Source: an optimization exercise on an open RTL-to-GDS flow (aim: small area, a short achievable clock period and few clock cycles per item). Production flows keep margins and buffers that such runs may drop. Function was checked by simulation only, so behaviour that the tests miss may differ from the original.

==> inputs of 07-10 <==
==> flow/design.v <==
module keccak_rc (
    input  wire [4:0]  round,
    output reg  [63:0] rc
);
    always @(*) begin
        case (round)
            5'd0:  rc = 64'h0000000000000001;
            5'd1:  rc = 64'h0000000000008082;
            5'd2:  rc = 64'h800000000000808A;
            5'd3:  rc = 64'h8000000080008000;
            5'd4:  rc = 64'h000000000000808B;
            5'd5:  rc = 64'h0000000080000001;
            5'd6:  rc = 64'h8000000080008081;
            5'd7:  rc = 64'h8000000000008009;
            5'd8:  rc = 64'h000000000000008A;
            5'd9:  rc = 64'h0000000000000088;
            5'd10: rc = 64'h0000000080008009;
            5'd11: rc = 64'h000000008000000A;
            5'd12: rc = 64'h000000008000808B;
            5'd13: rc = 64'h800000000000008B;
            5'd14: rc = 64'h8000000000008089;
            5'd15: rc = 64'h8000000000008003;
            5'd16: rc = 64'h8000000000008002;
            5'd17: rc = 64'h8000000000000080;
            5'd18: rc = 64'h000000000000800A;
            5'd19: rc = 64'h800000008000000A;
            5'd20: rc = 64'h8000000080008081;
            5'd21: rc = 64'h8000000000008080;
            5'd22: rc = 64'h0000000080000001;
            5'd23: rc = 64'h8000000080008008;
            default: rc = 64'h0;
        endcase
    end
endmodule
module keccak_round (
    input  wire [1599:0] state_in,
    input  wire [63:0]   round_const,
    output wire [1599:0] state_out
);
    function automatic integer rot(input integer i);
        case (i)
             0: rot = 0;   1: rot = 1;   2: rot = 62;  3: rot = 28;  4: rot = 27;
             5: rot = 36;  6: rot = 44;  7: rot = 6;   8: rot = 55;  9: rot = 20;
            10: rot = 3;  11: rot = 10; 12: rot = 43; 13: rot = 25; 14: rot = 39;
            15: rot = 41; 16: rot = 45; 17: rot = 15; 18: rot = 21; 19: rot = 8;
            20: rot = 18; 21: rot = 2;  22: rot = 61; 23: rot = 56; 24: rot = 14;
            default: rot = 0;
        endcase
    endfunction
    wire [63:0] a   [0:24];
    wire [63:0] c   [0:4];
    wire [63:0] d   [0:4];
    wire [63:0] th  [0:24];
    wire [63:0] b   [0:24];
    wire [63:0] chi [0:24];
    genvar x, y;
    generate
        for (x = 0; x < 5; x = x + 1) begin : g_col
            assign c[x] = a[x] ^ a[x+5] ^ a[x+10] ^ a[x+15] ^ a[x+20];
        end
        for (x = 0; x < 5; x = x + 1) begin : g_d
            assign d[x] = c[(x+4)%5] ^ {c[(x+1)%5][62:0], c[(x+1)%5][63]};
        end
        for (y = 0; y < 5; y = y + 1) begin : g_row
            for (x = 0; x < 5; x = x + 1) begin : g_lane
                assign a[x+5*y]  = state_in[64*(x+5*y) +: 64];
                assign th[x+5*y] = a[x+5*y] ^ d[x];
                if (rot(x+5*y) == 0) begin : g_norot
                    assign b[y + 5*((2*x+3*y)%5)] = th[x+5*y];
                end else begin : g_rot
                    assign b[y + 5*((2*x+3*y)%5)] =
                        {th[x+5*y][63-rot(x+5*y):0], th[x+5*y][63:64-rot(x+5*y)]};
                end
            end
        end
        for (y = 0; y < 5; y = y + 1) begin : g_chi_row
            for (x = 0; x < 5; x = x + 1) begin : g_chi_lane
                assign chi[x+5*y] = b[x+5*y] ^ (~b[(x+1)%5+5*y] & b[(x+2)%5+5*y]);
                if (x == 0 && y == 0) begin : g_iota
                    assign state_out[0 +: 64] = chi[0] ^ round_const;
                end else begin : g_out
                    assign state_out[64*(x+5*y) +: 64] = chi[x+5*y];
                end
            end
        end
    endgenerate
endmodule
module xz_keccak_core (
    input  wire        clk,
    input  wire        rst,
    input  wire        cmd_valid,
    output wire        cmd_ready,
    input  wire [1:0]  cmd_op,
    input  wire [63:0] cmd_data,
    output reg         rsp_valid,
    output reg  [63:0] rsp_data
);
    localparam [1:0] OP_CLEAR   = 2'd0;
    localparam [1:0] OP_ABSORB  = 2'd1;
    localparam [1:0] OP_PERMUTE = 2'd2;
    localparam [1:0] OP_SQUEEZE = 2'd3;
    localparam       RATE_LANES = 17;
    localparam       BUF_LANES  = 16;
    reg  [1599:0] state;
    reg  [1023:0] buf_lane;      
    reg  [63:0]   rq1, rq2, rq3;  
    reg  [15:0]   buf_full;      
    reg           clr;           
    reg           pp;            
    reg           psq;           
    reg  [4:0]    psq_lane;
    reg  [4:0]    ptr;           
    reg  [2:0]    nsq;           
    reg  [1:0]    nrq;           
    reg           busy;
    reg  [4:0]    round;
    reg           ready;         
    reg           do_merge;      
    reg           zero;          
    reg  [15:0]   gate;          
    reg           do_rsp;        
    reg           rsp_q;         
    reg  [4:0]    rsp_lane;
    reg           cap;           
    reg  [15:0]   buf_en;        
    reg  [63:0]   rc;            
    assign cmd_ready = ready;
    wire take     = cmd_valid && ready;
    wire take_clr = take && (cmd_op == OP_CLEAR);
    wire take_abs = take && (cmd_op == OP_ABSORB);
    wire take_prm = take && (cmd_op == OP_PERMUTE);
    wire take_sq  = take && (cmd_op == OP_SQUEEZE);
    wire last_lane = (ptr == RATE_LANES - 1);
    wire abs_last  = take_abs && last_lane;      
    wire need_merge = clr || (buf_full != 16'd0);
    wire do_psq     = psq && !busy && (nsq == 3'd0) && (nrq == 2'd0) && !need_merge;
    wire start_perm = (!busy && pp) || (do_psq && (psq_lane == RATE_LANES - 1)) || abs_last;
    wire sq_early = busy && !clr && (buf_full == 16'd0) && (nsq != 3'd4);
    reg  [15:0] full_nx;
    reg         clr_nx, pp_nx, psq_nx, busy_nx;
    reg  [4:0]  psq_lane_nx, ptr_nx, round_nx;
    reg  [2:0]  nsq_nx;
    reg  [1:0]  nrq_nx;
    always @(*) begin
        full_nx     = buf_full;
        clr_nx      = clr;
        pp_nx       = pp;
        psq_nx      = psq;
        psq_lane_nx = psq_lane;
        ptr_nx      = ptr;
        nsq_nx      = nsq;
        nrq_nx      = nrq;
        busy_nx     = busy;
        round_nx    = round;
        if (busy) begin
            round_nx = round + 5'd1;
            if (round == 5'd23)
                busy_nx = 1'b0;
        end
        if (nrq != 2'd0)
            nrq_nx = nrq - 2'd1;
        if (!busy && nsq != 3'd0) begin
            nsq_nx = 3'd0;
            nrq_nx = nsq[1:0] - 2'd1;
        end
        if (do_merge) begin
            clr_nx  = 1'b0;
            full_nx = 16'd0;
        end
        if (do_psq)
            psq_nx = 1'b0;
        if (start_perm) begin
            pp_nx    = 1'b0;
            busy_nx  = 1'b1;
            round_nx = 5'd0;
        end
        if (take_clr) begin
            clr_nx  = 1'b1;
            full_nx = 16'd0;
            ptr_nx  = 5'd0;
        end
        if (take_abs) begin
            if (last_lane) begin
                ptr_nx = 5'd0;
            end else begin
                full_nx[ptr[3:0]] = 1'b1;
                ptr_nx = ptr + 5'd1;
            end
        end
        if (take_prm) begin
            ptr_nx = 5'd0;
            pp_nx  = 1'b1;
        end
        if (take_sq) begin
            if (sq_early) begin
                nsq_nx = nsq + 3'd1;
            end else begin
                psq_nx      = 1'b1;
                psq_lane_nx = ptr;
            end
            if (last_lane) ptr_nx = 5'd0;
            else           ptr_nx = ptr + 5'd1;
        end
    end
    wire nx_merge = !busy_nx && (clr_nx || (full_nx != 16'd0));
    wire nx_cap   = !busy_nx && (nsq_nx != 3'd0);
    wire nx_psq   = psq_nx && !busy_nx && (nsq_nx == 3'd0) && (nrq_nx == 2'd0) &&
                    !clr_nx && (full_nx == 16'd0);
    wire [63:0] rc_nx;
    keccak_rc u_rc (
        .round (round_nx),
        .rc    (rc_nx)
    );
    integer i;
    always @(posedge clk) begin
        if (rst) begin
            buf_full <= 16'd0;
            clr      <= 1'b0;
            pp       <= 1'b0;
            psq      <= 1'b0;
            psq_lane <= 5'd0;
            ptr      <= 5'd0;
            nsq      <= 3'd0;
            nrq      <= 2'd0;
            busy     <= 1'b0;
            round    <= 5'd0;
            ready    <= 1'b1;
            do_merge <= 1'b0;
            zero     <= 1'b0;
            gate     <= 16'd0;
            do_rsp   <= 1'b0;
            rsp_q    <= 1'b0;
            rsp_lane <= 5'd0;
            cap      <= 1'b0;
            buf_en   <= 16'd1;
        end else begin
            buf_full <= full_nx;
            clr      <= clr_nx;
            pp       <= pp_nx;
            psq      <= psq_nx;
            psq_lane <= psq_lane_nx;
            ptr      <= ptr_nx;
            nsq      <= nsq_nx;
            nrq      <= nrq_nx;
            busy     <= busy_nx;
            round    <= round_nx;
            ready    <= !(pp_nx || psq_nx) && !(busy_nx && ptr_nx == RATE_LANES - 1);
            do_merge <= nx_merge;
            zero     <= nx_merge && clr_nx;
            gate     <= {16{nx_merge}} & full_nx;
            do_rsp   <= nx_cap || (nrq_nx != 2'd0) || nx_psq;
            rsp_q    <= (nrq_nx != 2'd0);
            rsp_lane <= nx_cap ? 5'd0 : psq_lane_nx;
            cap      <= nx_cap;
            for (i = 0; i < BUF_LANES; i = i + 1)
                buf_en[i] <= (ptr_nx == i) && !full_nx[i];
        end
        rc <= rc_nx;
    end
    wire [1599:0] round_out;
    keccak_round u_round (
        .state_in    (state),
        .round_const (rc),
        .state_out   (round_out)
    );
    wire [63:0] abs16 = cmd_data & {64{abs_last}};
    reg  [1599:0] state_nx;
    always @(*) begin
        for (i = 0; i < 25; i = i + 1) begin
            if (i < BUF_LANES)
                state_nx[64*i +: 64] = busy ? round_out[64*i +: 64] :
                    ((state[64*i +: 64] & {64{!zero}}) ^ (buf_lane[64*i +: 64] & {64{gate[i]}}));
            else if (i == RATE_LANES - 1)
                state_nx[64*i +: 64] = busy ? round_out[64*i +: 64] :
                    ((state[64*i +: 64] & {64{!zero}}) ^ abs16);
            else
                state_nx[64*i +: 64] = busy ? round_out[64*i +: 64] :
                    (state[64*i +: 64] & {64{!zero}});
        end
    end
    always @(posedge clk)
        state <= state_nx;
    always @(posedge clk)
        for (i = 0; i < BUF_LANES; i = i + 1)
            if (buf_en[i])
                buf_lane[64*i +: 64] <= cmd_data;
    always @(posedge clk) begin
        rsp_valid <= !rst && do_rsp;
        rsp_data  <= rsp_q ? rq1 : state[64*rsp_lane +: 64];
        rq1       <= cap ? state[64*1 +: 64] : rq2;
        rq2       <= cap ? state[64*2 +: 64] : rq3;
        rq3       <= state[64*3 +: 64];
    end
endmodule
==> flow/run.sh <==
#!/bin/bash
# synth_recipe.tcl (not shown) runs the flow's synth.tcl, then flattens the netlist and writes it again
# the make line also repeats each setting of config.mk as NAME=value (left out here)
make -C /OpenROAD-flow-scripts/flow DESIGN_CONFIG=/design/flow/config.mk WORK_HOME=/design/flow/orfs CLKGATE_MAP_FILE= SYNTH_SCRIPT=/design/flow/synth_recipe.tcl finish
==> flow/config.mk <==
export PLATFORM = sky130hd
export DESIGN_NAME = xz_keccak_core
export DESIGN_NICKNAME = xz_keccak_core
export VERILOG_FILES = /design/flow/design.v
export SDC_FILE = /design/flow/constraint.sdc
export NUM_CORES = 4
export LEC_CHECK = 0
export CAP_MARGIN = 40
export CORE_MARGIN = 2
export CORE_UTILIZATION = 40
export SETUP_SLACK_MARGIN = 3.0
export SLEW_MARGIN = 40
==> flow/constraint.sdc <==
create_clock -name core_clock -period 6.0 [get_ports {clk}]
set_input_delay 1.2000 -clock core_clock [delete_from_list [all_inputs] [get_ports {clk}]]
set_output_delay 1.2000 -clock core_clock [all_outputs]
set_load 0.01 [all_outputs]
==> inputs of 10-15, as changes to 07-10 <==
--- a/flow/design.v
+++ b/flow/design.v
@@ -6,27 +6,26 @@
         case (round)
-            5'd0:  rc = 64'h0000000000000001;
-            5'd1:  rc = 64'h0000000000008082;
-            5'd2:  rc = 64'h800000000000808A;
-            5'd3:  rc = 64'h8000000080008000;
-            5'd4:  rc = 64'h000000000000808B;
-            5'd5:  rc = 64'h0000000080000001;
-            5'd6:  rc = 64'h8000000080008081;
-            5'd7:  rc = 64'h8000000000008009;
-            5'd8:  rc = 64'h000000000000008A;
-            5'd9:  rc = 64'h0000000000000088;
-            5'd10: rc = 64'h0000000080008009;
-            5'd11: rc = 64'h000000008000000A;
-            5'd12: rc = 64'h000000008000808B;
-            5'd13: rc = 64'h800000000000008B;
-            5'd14: rc = 64'h8000000000008089;
-            5'd15: rc = 64'h8000000000008003;
-            5'd16: rc = 64'h8000000000008002;
-            5'd17: rc = 64'h8000000000000080;
-            5'd18: rc = 64'h000000000000800A;
-            5'd19: rc = 64'h800000008000000A;
-            5'd20: rc = 64'h8000000080008081;
-            5'd21: rc = 64'h8000000000008080;
-            5'd22: rc = 64'h0000000080000001;
-            5'd23: rc = 64'h8000000080008008;
-            default: rc = 64'h0;
+            5'd0:  rc = 64'h0000000000008082;
+            5'd1:  rc = 64'h800000000000808A;
+            5'd2:  rc = 64'h8000000080008000;
+            5'd3:  rc = 64'h000000000000808B;
+            5'd4:  rc = 64'h0000000080000001;
+            5'd5:  rc = 64'h8000000080008081;
+            5'd6:  rc = 64'h8000000000008009;
+            5'd7:  rc = 64'h000000000000008A;
+            5'd8:  rc = 64'h0000000000000088;
+            5'd9:  rc = 64'h0000000080008009;
+            5'd10: rc = 64'h000000008000000A;
+            5'd11: rc = 64'h000000008000808B;
+            5'd12: rc = 64'h800000000000008B;
+            5'd13: rc = 64'h8000000000008089;
+            5'd14: rc = 64'h8000000000008003;
+            5'd15: rc = 64'h8000000000008002;
+            5'd16: rc = 64'h8000000000000080;
+            5'd17: rc = 64'h000000000000800A;
+            5'd18: rc = 64'h800000008000000A;
+            5'd19: rc = 64'h8000000080008081;
+            5'd20: rc = 64'h8000000000008080;
+            5'd21: rc = 64'h0000000080000001;
+            5'd22: rc = 64'h8000000080008008;
+            default: rc = 64'h0000000000000001;
         endcase
@@ -37,2 +36,5 @@
     input  wire [63:0]   round_const,
+    input  wire          sel,
+    input  wire [1599:0] alt,
+    input  wire [1087:0] mix,
     output wire [1599:0] state_out
@@ -54,3 +56,3 @@
     wire [63:0] b   [0:24];
-    wire [63:0] chi [0:24];
+    wire [63:0] keep[0:24];
     genvar x, y;
@@ -77,7 +79,13 @@
             for (x = 0; x < 5; x = x + 1) begin : g_chi_lane
-                assign chi[x+5*y] = b[x+5*y] ^ (~b[(x+1)%5+5*y] & b[(x+2)%5+5*y]);
                 if (x == 0 && y == 0) begin : g_iota
-                    assign state_out[0 +: 64] = chi[0] ^ round_const;
-                end else begin : g_out
-                    assign state_out[64*(x+5*y) +: 64] = chi[x+5*y];
+                    assign keep[0] = ({64{sel}} & (b[0] ^ round_const)) | alt[0 +: 64];
+                end else begin : g_keep
+                    assign keep[x+5*y] = ({64{sel}} & b[x+5*y]) | alt[64*(x+5*y) +: 64];
+                end
+                if (x+5*y < 17) begin : g_rate
+                    assign state_out[64*(x+5*y) +: 64] = keep[x+5*y] ^
+                        (({64{sel}} & ~b[(x+1)%5+5*y] & b[(x+2)%5+5*y]) | mix[64*(x+5*y) +: 64]);
+                end else begin : g_cap
+                    assign state_out[64*(x+5*y) +: 64] = keep[x+5*y] ^
+                        ({64{sel}} & ~b[(x+1)%5+5*y] & b[(x+2)%5+5*y]);
                 end
@@ -118,7 +126,6 @@
     reg           do_merge;      
-    reg           zero;          
+    reg           hold;          
     reg  [15:0]   gate;          
     reg           do_rsp;        
-    reg           rsp_q;         
-    reg  [4:0]    rsp_lane;
+    reg  [17:0]   rsp_sel;       
     reg           cap;           
@@ -208,7 +215,8 @@
                     !clr_nx && (full_nx == 16'd0);
-    wire [63:0] rc_nx;
+    wire [63:0] rc_after;
     keccak_rc u_rc (
-        .round (round_nx),
-        .rc    (rc_nx)
+        .round (round),
+        .rc    (rc_after)
     );
+    wire [63:0] rc_nx = start_perm ? 64'h0000000000000001 : rc_after;
     integer i;
@@ -228,7 +236,6 @@
             do_merge <= 1'b0;
-            zero     <= 1'b0;
+            hold     <= 1'b1;
             gate     <= 16'd0;
             do_rsp   <= 1'b0;
-            rsp_q    <= 1'b0;
-            rsp_lane <= 5'd0;
+            rsp_sel  <= 18'd0;
             cap      <= 1'b0;
@@ -248,7 +255,8 @@
             do_merge <= nx_merge;
-            zero     <= nx_merge && clr_nx;
+            hold     <= !busy_nx && !(nx_merge && clr_nx);
             gate     <= {16{nx_merge}} & full_nx;
             do_rsp   <= nx_cap || (nrq_nx != 2'd0) || nx_psq;
-            rsp_q    <= (nrq_nx != 2'd0);
-            rsp_lane <= nx_cap ? 5'd0 : psq_lane_nx;
+            for (i = 0; i < RATE_LANES; i = i + 1)
+                rsp_sel[i] <= (nrq_nx == 2'd0) && (nx_cap ? (i == 0) : (psq_lane_nx == i));
+            rsp_sel[17] <= (nrq_nx != 2'd0);
             cap      <= nx_cap;
@@ -259,3 +267,11 @@
     end
-    wire [1599:0] round_out;
+    reg  [1599:0] kept;
+    reg  [1087:0] mix;
+    always @(*) begin
+        kept = state & {1600{hold}};
+        for (i = 0; i < BUF_LANES; i = i + 1)
+            mix[64*i +: 64] = buf_lane[64*i +: 64] & {64{gate[i]}};
+        mix[64*16 +: 64] = cmd_data & {64{abs_last}};
+    end
+    wire [1599:0] state_nx;
     keccak_round u_round (
@@ -263,19 +279,7 @@
         .round_const (rc),
-        .state_out   (round_out)
+        .sel         (busy),
+        .alt         (kept),
+        .mix         (mix),
+        .state_out   (state_nx)
     );
-    wire [63:0] abs16 = cmd_data & {64{abs_last}};
-    reg  [1599:0] state_nx;
-    always @(*) begin
-        for (i = 0; i < 25; i = i + 1) begin
-            if (i < BUF_LANES)
-                state_nx[64*i +: 64] = busy ? round_out[64*i +: 64] :
-                    ((state[64*i +: 64] & {64{!zero}}) ^ (buf_lane[64*i +: 64] & {64{gate[i]}}));
-            else if (i == RATE_LANES - 1)
-                state_nx[64*i +: 64] = busy ? round_out[64*i +: 64] :
-                    ((state[64*i +: 64] & {64{!zero}}) ^ abs16);
-            else
-                state_nx[64*i +: 64] = busy ? round_out[64*i +: 64] :
-                    (state[64*i +: 64] & {64{!zero}});
-        end
-    end
     always @(posedge clk)
@@ -286,5 +290,11 @@
                 buf_lane[64*i +: 64] <= cmd_data;
+    reg  [63:0] rsp_mux;
+    always @(*) begin
+        rsp_mux = rq1 & {64{rsp_sel[17]}};
+        for (i = 0; i < RATE_LANES; i = i + 1)
+            rsp_mux = rsp_mux | (state[64*i +: 64] & {64{rsp_sel[i]}});
+    end
     always @(posedge clk) begin
         rsp_valid <= !rst && do_rsp;
-        rsp_data  <= rsp_q ? rq1 : state[64*rsp_lane +: 64];
+        rsp_data  <= rsp_mux;
         rq1       <= cap ? state[64*1 +: 64] : rq2;
--- a/flow/config.mk
+++ b/flow/config.mk
@@ -9,4 +9,4 @@
 export CORE_MARGIN = 2
-export CORE_UTILIZATION = 40
-export SETUP_SLACK_MARGIN = 3.0
+export CORE_UTILIZATION = 45
+export SETUP_SLACK_MARGIN = 3.3
 export SLEW_MARGIN = 40
==> impl_metrics.json <==
{
  "outcome": "aborted with a tool error",
  "failed_stage": "5_1_grt",
  "run.stop_error": "[ERROR GRT-0232] Routing congestion too high. Check the congestion heatmap in the GUI.",
  "syn-cell-area_um2": 155000,
  "synth_compound_gate_area_share_pct": 17.0,
  "yosysTopAreaCellShare_pct": 25.2,
  "postCtsSetupBuffers": 361,
  "grt_max_degree": 187,
  "grt_met3_usage_pct": 63.3,
  "place_worst_setup_slack_ns": 1.85,
  "synth_commonest_cells": "sky130_fd_sc_hd__xnor2_1, sky130_fd_sc_hd__dfxtp_1, sky130_fd_sc_hd__xor2_1, sky130_fd_sc_hd__a22oi_1, sky130_fd_sc_hd__edfxtp_1",
  "die_width_um": 592,
  "dpl-instance-area_um2": 177000,
  "yosysSeqAreaShare_pct": 45.0,
  "synth_nets": 13700,
  "fp-row-count": 215,
  "cts_inserted_buffers": 346,
  "post_synth_and_or_nand_nor_area_fraction_pct": 5.15,
  "synthMuxAreaShare_pct": 1.03,
  "synth_xor_xnor_area_share_pct": 29.7
}
Source of the figures above: 10-15

==> impl_metrics.json <==
{
  "cts_inserted_buffers": 368,
  "grt_met3_usage_pct": 30.5,
  "slew_headroom_pct": 24.9,
  "layout_top_registers": "state x1600, buf_lane x1024",
  "syn-cell-area_um2": 181000,
  "number_of_diodes_added_for_antenna_fixing": 137,
  "grt_max_degree": 199,
  "dp_hpwl_mm": 1030,
  "outcome": "timing/DRC/antenna clean",
  "fp-row-count": 246,
  "yosysTopAreaCellShare_pct": 21.6,
  "die_width_um": 676,
  "synthMuxAreaShare_pct": 7.12,
  "postCtsSetupBuffers": 285,
  "nClkBuffers": 488,
  "post_synth_and_or_nand_nor_area_fraction_pct": 15.0,
  "dpl-instance-area_um2": 206000,
  "place_worst_setup_slack_ns": 2.02,
  "synth_compound_gate_area_share_pct": 5.90
}
Source of the figures above: 07-10

Testbench counts of 07-10, summed over its fixed seeds: cycles 12,301, blocks 485.
Testbench counts of 10-15, summed over its fixed seeds: cycles 12,301, blocks 485.

port drivers added, routing unchanged:
Ports are ideal in the flow. The routed layout listed here was re-timed in OpenROAD.
Step 1 sets driving cells, clkbuf_16 on the clock port and buf_2 on the other inputs (assumed; they add their load-dependent delay and slew).
Step 2, shift: input delay + t, output delay - t, t = (earliest + latest rising clock arrival at the registers) / 2. This alone moves slack from input paths to output paths.
Three values: no drivers, after step 1, after step 2; two values: the first two.
run: 07-10
t, ns: 1.198
setup WS [ns]: 2.795 / 2.795 / 1.946
worst hold slack (ns): 0.381 / 0.381 / 0.381
clock arrival spread, ns: 0.101 / 0.101
After both steps 07-10 still meets setup and hold. The setup slack of 07-10 moves by 0.000 ns with the drivers and by -0.849 ns with both steps.
